Source: an optimization exercise on an open RTL-to-GDS flow (aim: small area and a short achievable clock period). Production flows keep margins and buffers that such runs may drop. In this exercise RTL edits were held to simulation tests only and were not proved equivalent to the original.

### flow/run.sh
#!/bin/bash
# synth_recipe.tcl (not shown) runs the flow's synth.tcl, then flattens the netlist and writes it again
# the make line also repeats each setting of config.mk as NAME=value (left out here)
make -C /OpenROAD-flow-scripts/flow DESIGN_CONFIG=/design/flow/config.mk WORK_HOME=/design/flow/orfs CLKGATE_MAP_FILE= SYNTH_SCRIPT=/design/flow/synth_recipe.tcl finish
### flow/config.mk
export PLATFORM = sky130hd
export DESIGN_NAME = cte_fma
export DESIGN_NICKNAME = cte_fma
export VERILOG_FILES = /design/flow/design.v
export SDC_FILE = /design/flow/constraint.sdc
export NUM_CORES = 4
export LEC_CHECK = 0
export CAP_MARGIN = 20
export CORE_MARGIN = 2
export CORE_UTILIZATION = 40
export SLEW_MARGIN = 20
### flow/design.v
module cte_fma (
    input  wire        clk,
    input  wire        rst,        
    input  wire        in_valid,
    input  wire        in_neg,     
    input  wire [31:0] in_a,
    input  wire [31:0] in_b,
    input  wire [31:0] in_c,
    output reg         out_valid,
    output reg  [31:0] out_r
);
    localparam [31:0] QNAN = 32'h7FC0_0000;
    reg        s1_valid;
    reg        s1_neg;
    reg [31:0] s1_a, s1_b, s1_c;
    always @(posedge clk) begin
        if (rst) begin
            s1_valid <= 1'b0;
        end else begin
            s1_valid <= in_valid;
        end
        s1_neg <= in_neg;
        s1_a   <= in_a;
        s1_b   <= in_b;
        s1_c   <= in_c;
    end
    wire       sa = s1_a[31];
    wire       sb = s1_b[31];
    wire       sc = s1_c[31];
    wire [7:0] ea = s1_a[30:23];
    wire [7:0] eb = s1_b[30:23];
    wire [7:0] ec = s1_c[30:23];
    wire a_zero = (ea == 8'd0);
    wire b_zero = (eb == 8'd0);
    wire c_zero = (ec == 8'd0);
    wire a_inf  = (ea == 8'hFF) && (s1_a[22:0] == 23'd0);
    wire b_inf  = (eb == 8'hFF) && (s1_b[22:0] == 23'd0);
    wire c_inf  = (ec == 8'hFF) && (s1_c[22:0] == 23'd0);
    wire a_nan  = (ea == 8'hFF) && (s1_a[22:0] != 23'd0);
    wire b_nan  = (eb == 8'hFF) && (s1_b[22:0] != 23'd0);
    wire c_nan  = (ec == 8'hFF) && (s1_c[22:0] != 23'd0);
    wire [23:0] ma = {1'b1, s1_a[22:0]};
    wire [23:0] mb = {1'b1, s1_b[22:0]};
    wire [23:0] mc = c_zero ? 24'd0 : {1'b1, s1_c[22:0]};
    wire sp  = sa ^ sb ^ s1_neg;    
    wire sub = sp ^ sc;             
    wire [47:0] prod = ma * mb;
    wire [77:0] pp   = {27'd0, prod, 3'd0};
    wire signed [10:0] pe = $signed({3'd0, ea}) + $signed({3'd0, eb}) - 11'sd127;
    wire signed [10:0] d_raw = pe - $signed({3'd0, ec}) + 11'sd27;
    wire [6:0] d = (d_raw < 11'sd0)   ? 7'd0 :
                   (d_raw > 11'sd100) ? 7'd100 : d_raw[6:0];
    wire signed [10:0] eref = (d_raw < 11'sd0) ? $signed({3'd0, ec}) - 11'sd27 : pe;
    wire [155:0] c_wide = {1'b0, mc, 53'd0, 78'd0} >> d;
    wire [77:0]  c_al   = {c_wide[155:79], c_wide[78] | (|c_wide[77:0])};
    wire [78:0] sum_raw = sub ? ({1'b0, pp} - {1'b0, c_al})
                              : ({1'b0, pp} + {1'b0, c_al});
    wire        sum_neg = sub & sum_raw[78];
    wire [77:0] mag     = sum_neg ? (~sum_raw[77:0] + 78'd1) : sum_raw[77:0];
    wire        rsign   = sum_neg ? sc : sp;
    wire        mag_zero = (mag == 78'd0);
    reg [6:0] lead;    
    integer k;
    always @(*) begin
        lead = 7'd0;
        for (k = 0; k < 78; k = k + 1)
            if (mag[k]) lead = k[6:0];
    end
    wire [77:0] norm = mag << (7'd77 - lead);
    wire signed [10:0] e_norm = eref + $signed({4'd0, lead}) - 11'sd49;
    wire [23:0] mant   = norm[77:54];
    wire        guard  = norm[53];
    wire        sticky = |norm[52:0];
    wire        rup    = guard & (sticky | mant[0]);
    wire [24:0] mant_r = {1'b0, mant} + {24'd0, rup};
    wire signed [10:0] e_r = mant_r[24] ? e_norm + 11'sd1 : e_norm;
    wire [22:0] frac_r = mant_r[24] ? mant_r[23:1] : mant_r[22:0];
    wire to_min_normal = (e_norm == 11'sd0) && (&norm[77:54]);
    reg [31:0] fin;
    always @(*) begin
        if (mag_zero)
            fin = {sp & sc, 31'd0};
        else if (e_r >= 11'sd255)
            fin = {rsign, 8'hFF, 23'd0};
        else if (e_norm >= 11'sd1)
            fin = {rsign, e_r[7:0], frac_r};
        else if (to_min_normal)
            fin = {rsign, 8'd1, 23'd0};
        else
            fin = {rsign, 31'd0};
    end
    reg [31:0] res;
    always @(*) begin
        if (a_nan || b_nan || c_nan)
            res = QNAN;
        else if ((a_inf && b_zero) || (a_zero && b_inf))
            res = QNAN;
        else if (a_inf || b_inf)
            res = (c_inf && (sc != sp)) ? QNAN : {sp, 8'hFF, 23'd0};
        else if (c_inf)
            res = {sc, 8'hFF, 23'd0};
        else if (a_zero || b_zero)
            res = c_zero ? {sp & sc, 31'd0} : s1_c;
        else
            res = fin;
    end
    always @(posedge clk) begin
        if (rst) begin
            out_valid <= 1'b0;
        end else begin
            out_valid <= s1_valid;
        end
        out_r <= res;
    end
endmodule
### flow/constraint.sdc
create_clock -name core_clock -period 22.0 [get_ports {clk}]
set_input_delay 4.4000 -clock core_clock [delete_from_list [all_inputs] [get_ports {clk}]]
set_output_delay 4.4000 -clock core_clock [all_outputs]
set_load 0.01 [all_outputs]
==> key figures <==
Route
  • 1st-iter DRT viols: 6,682
  • Vias: 52,639
  • # DRC: 0
  • Routed len/inst: 26.4 um
  • Number of vias per cell: 6.41
  • Final WL: 216,000 um
  • TritonRoute pass-1 iters: 7
  • DRT antenna net count: 0

Place
  • Placed insts: 8,159
  • RD Place Congestion: 1.03
  • Buffers on Ports: 132
  • DP HPWL: 176,000 um
  • Placement Setup Slack: 0.287 ns

Synthesis
  • Ys async rst share: 0
  • Synth Net Count: 7,512
  • Number of synthesized flops with an enable pin: 0
  • Synthesized area: 0.0492 mm^2
  • Top_reg_cell synth: dfxtp_1
  • Synth cell types: 124
  • Mapped Cells: 6,599
  • Synth Register Bits: 131
  • Yosys warnings: 1
  • Register area share after synthesis: 0.0533
  • Mean Syn Cell Area: 7.46 um^2

CTS
  • Root Buffer: clkbuf_16
  • Sinks on the clock net: 131
  • TritonCTS clock tree: yes
  • Post-CTS Hold Buffers: 0
  • CTS Buf Count: 17
  • Clock Latency Late Sink: 0.53 ns
  • Max clock buf depth: 2
  • H-tree depth: 4
  • Worst-path clk slew: 0.07 ns

Timing
  • Final Skew: 0.0224 ns
  • Final Slew Violations: 0
  • Tcrit/Tclk final: 0.953
  • Tmin final: 20.96 ns
  • Max transition margin: 0.131
  • Slew of the pin with the lowest slew margin: 1.29 ns
  • Final setup viols: 0
  • Max Clk Rate: 0.0477 GHz
  • Endpoints failing hold: 0
  • Fin worst setup slack: 1.04 ns

Worst setup path
  • Largest stage delay, worst path: 0.56 ns
  • CP Capture Type: flop
  • CP startpoint kind: flop
  • WP data required: 22.42 ns
  • Crit path max fanout: 19
  • Most common cell on crit path: a21boi_0
  • CP max-delay cell: fa_1
  • Reg2reg path depth: 77
  • Critical Path AT: 21.38 ns
  • Critical path type: reg2reg

Global route
  • First-pass GRT wire length: 325,000 um
  • Vias in the first global route: 50,646
  • GRT Overall Usage: 0.336
  • Largest net degree at the start of global routing: 93
  • Initial antenna violation count: 6
  • Total grt overflow: 0

Floorplan
  • Initial Util: 0.404
  • Die width: 355 um
  • Total I/O pin count: 133
  • DIE AREA: 0.126 mm^2
  • Row cnt: 128
  • Core area: 0.122 mm^2
  • Die height: 355 um

Cells and area
  • Final net count: 7,485
  • Area growth syn-to-layout: 9.40%
  • Most common cell after layout, fill and taps aside: nand2_1
  • Most frequent cells in the layout: 740 x nand2_1, 702 x inv_1, 486 x fa_1
  • Layout cells sized above 1: 0.0890
  • Finished Layout Cells: 8,211
  • Fin util: 0.442

Worst hold path
  • Hold Crit Class: reg2reg
  • Hold-critical path depth: 1

Job
  • Maxcap violations: 0

Status
  • Result of the run: complete, no violations
[routing by layer]
| metal | global-route usage | part of all wire | wire length (um) | vias up |
|---|---|---|---|---|
| met3 | 0.0897 | 0.11 | 23600 | 420 |
| met2 | 0.511 | 0.43 | 93500 | 3000 |
| met1 | 0.462 | 0.42 | 91700 | 25921 |
| met4 | 0.110 | 0.035 | 7600 | 10 |
| met5 | 0 | 0.00034 | 73 | - |
| li1 | - | - | - | 23288 |
[worst max-delay path, delay by kind of cell, from the launching register on]
family,cells,cell delay (ns)
simple gates,12,3.12
xor+xnor,3,1.05
mux,3,1.26
fa+ha+maj,10,4.17
flops,1,0.49
buf+inv,10,1.85
compound gates,39,8.87
[cell type report]
class                      count  area [um^2]
clock buffer                  18          439
inverter                     707         2660
timing repair buffer         344         3000
tap                         1625         2030
multi-input combinational   5371        42900
clock inverter                14          183
antenna                        1         2.50
fill                       12487        68100
sequential                   131         2630
[final timing paths]
check / startpoint / to / slack (ns)
hold reg to reg: s1_valid$_SDFF_PP0_ / out_valid$_SDFF_PP0_ / 0.45
setup reg to reg: s1_b[4]$_DFF_P_ / out_r[22]$_SDFF_PP1_ / 1.04
hold / removal: s1_valid$_SDFF_PP0_ / out_valid$_SDFF_PP0_ / 0.45
setup / recovery: s1_b[4]$_DFF_P_ / out_r[22]$_SDFF_PP1_ / 1.04
[synth_stat cells (74+ instances only)]
master	count	share of area
nor3_1	171	0.017
nand3_1	177	0.018
o21ai_0	302	0.031
nand2_1	742	0.057
a21oi_1	392	0.040
mux2i_1	74	0.015
dfxtp_1	131	0.053
inv_1	703	0.054
fa_1	486	0.20
buf_2	74	0.0075
nor4_1	116	0.015
and2_1	267	0.034
a21o_1	82	0.013
clkbuf_1	264	0.020
nor2_1	472	0.036
ha_1	327	0.083
nand4_1	76	0.0097
xnor2_1	162	0.029
[timing repair]
action	4_1_cts	5_1_grt
setup buffers	0	15
setup endpoints to repair	0	31
resized for setup	0	95
[metrics by stage]
stage                     hold WS, ns  TNS (ns)  instance area, um^2
after floorplan                 0.414         0                49200
after global placement          0.420   -0.0560                52600
after detailed placement        0.448         0                52600
after CTS                       0.456         0                53200
after global routing            0.457   -0.0298                53800
final                           0.447         0                53800
[kinds of logic (layout without fill, tap and decap cells)]
group / after synthesis / in the layout / share of synthesized area
mux: 184 / 185 / 0.0519
buf+inv: 1099 / 1083 / 0.0876
flops: 131 / 131 / 0.0533
xor+xnor: 233 / 234 / 0.0416
fa+ha+maj: 813 / 813 / 0.281
other cells: 0 / 1 / 0
compound gates: 1729 / 1729 / 0.241
simple gates: 2410 / 2410 / 0.243
[flip-flops by register name (all words and copies together) (netlist names)]
| register | count |
|---|---|
| out_r | 32 |
| out_valid | 1 |
| s1_a | 32 |
| s1_b | 32 |
| s1_c | 32 |
| s1_neg | 1 |
| s1_valid | 1 |

[separate check: timing with driven ports]
Ports are ideal in the flow. The routed layout listed here was re-timed in OpenROAD.
Step 1, drivers: a clkbuf_16 drives clk and a buf_2 each remaining input, both assumed.
Step 2 moves the port delays by t, midway between the first and last clock arrival at a register: inputs arrive t later, outputs are due t later. That takes back most of the time a late clock gives input paths.
Slacks: ideal ports / drivers / drivers and shift; pairs: ideal ports / drivers.
t, ns: 0.585
setup slack, ns: 1.038 / 1.038 / 1.038
cell pins on the clock port's net: 1
After both steps this run still meets setup and hold. For this run, drivers alone change the setup slack by 0.000 ns; drivers and shift together by 0.000 ns.
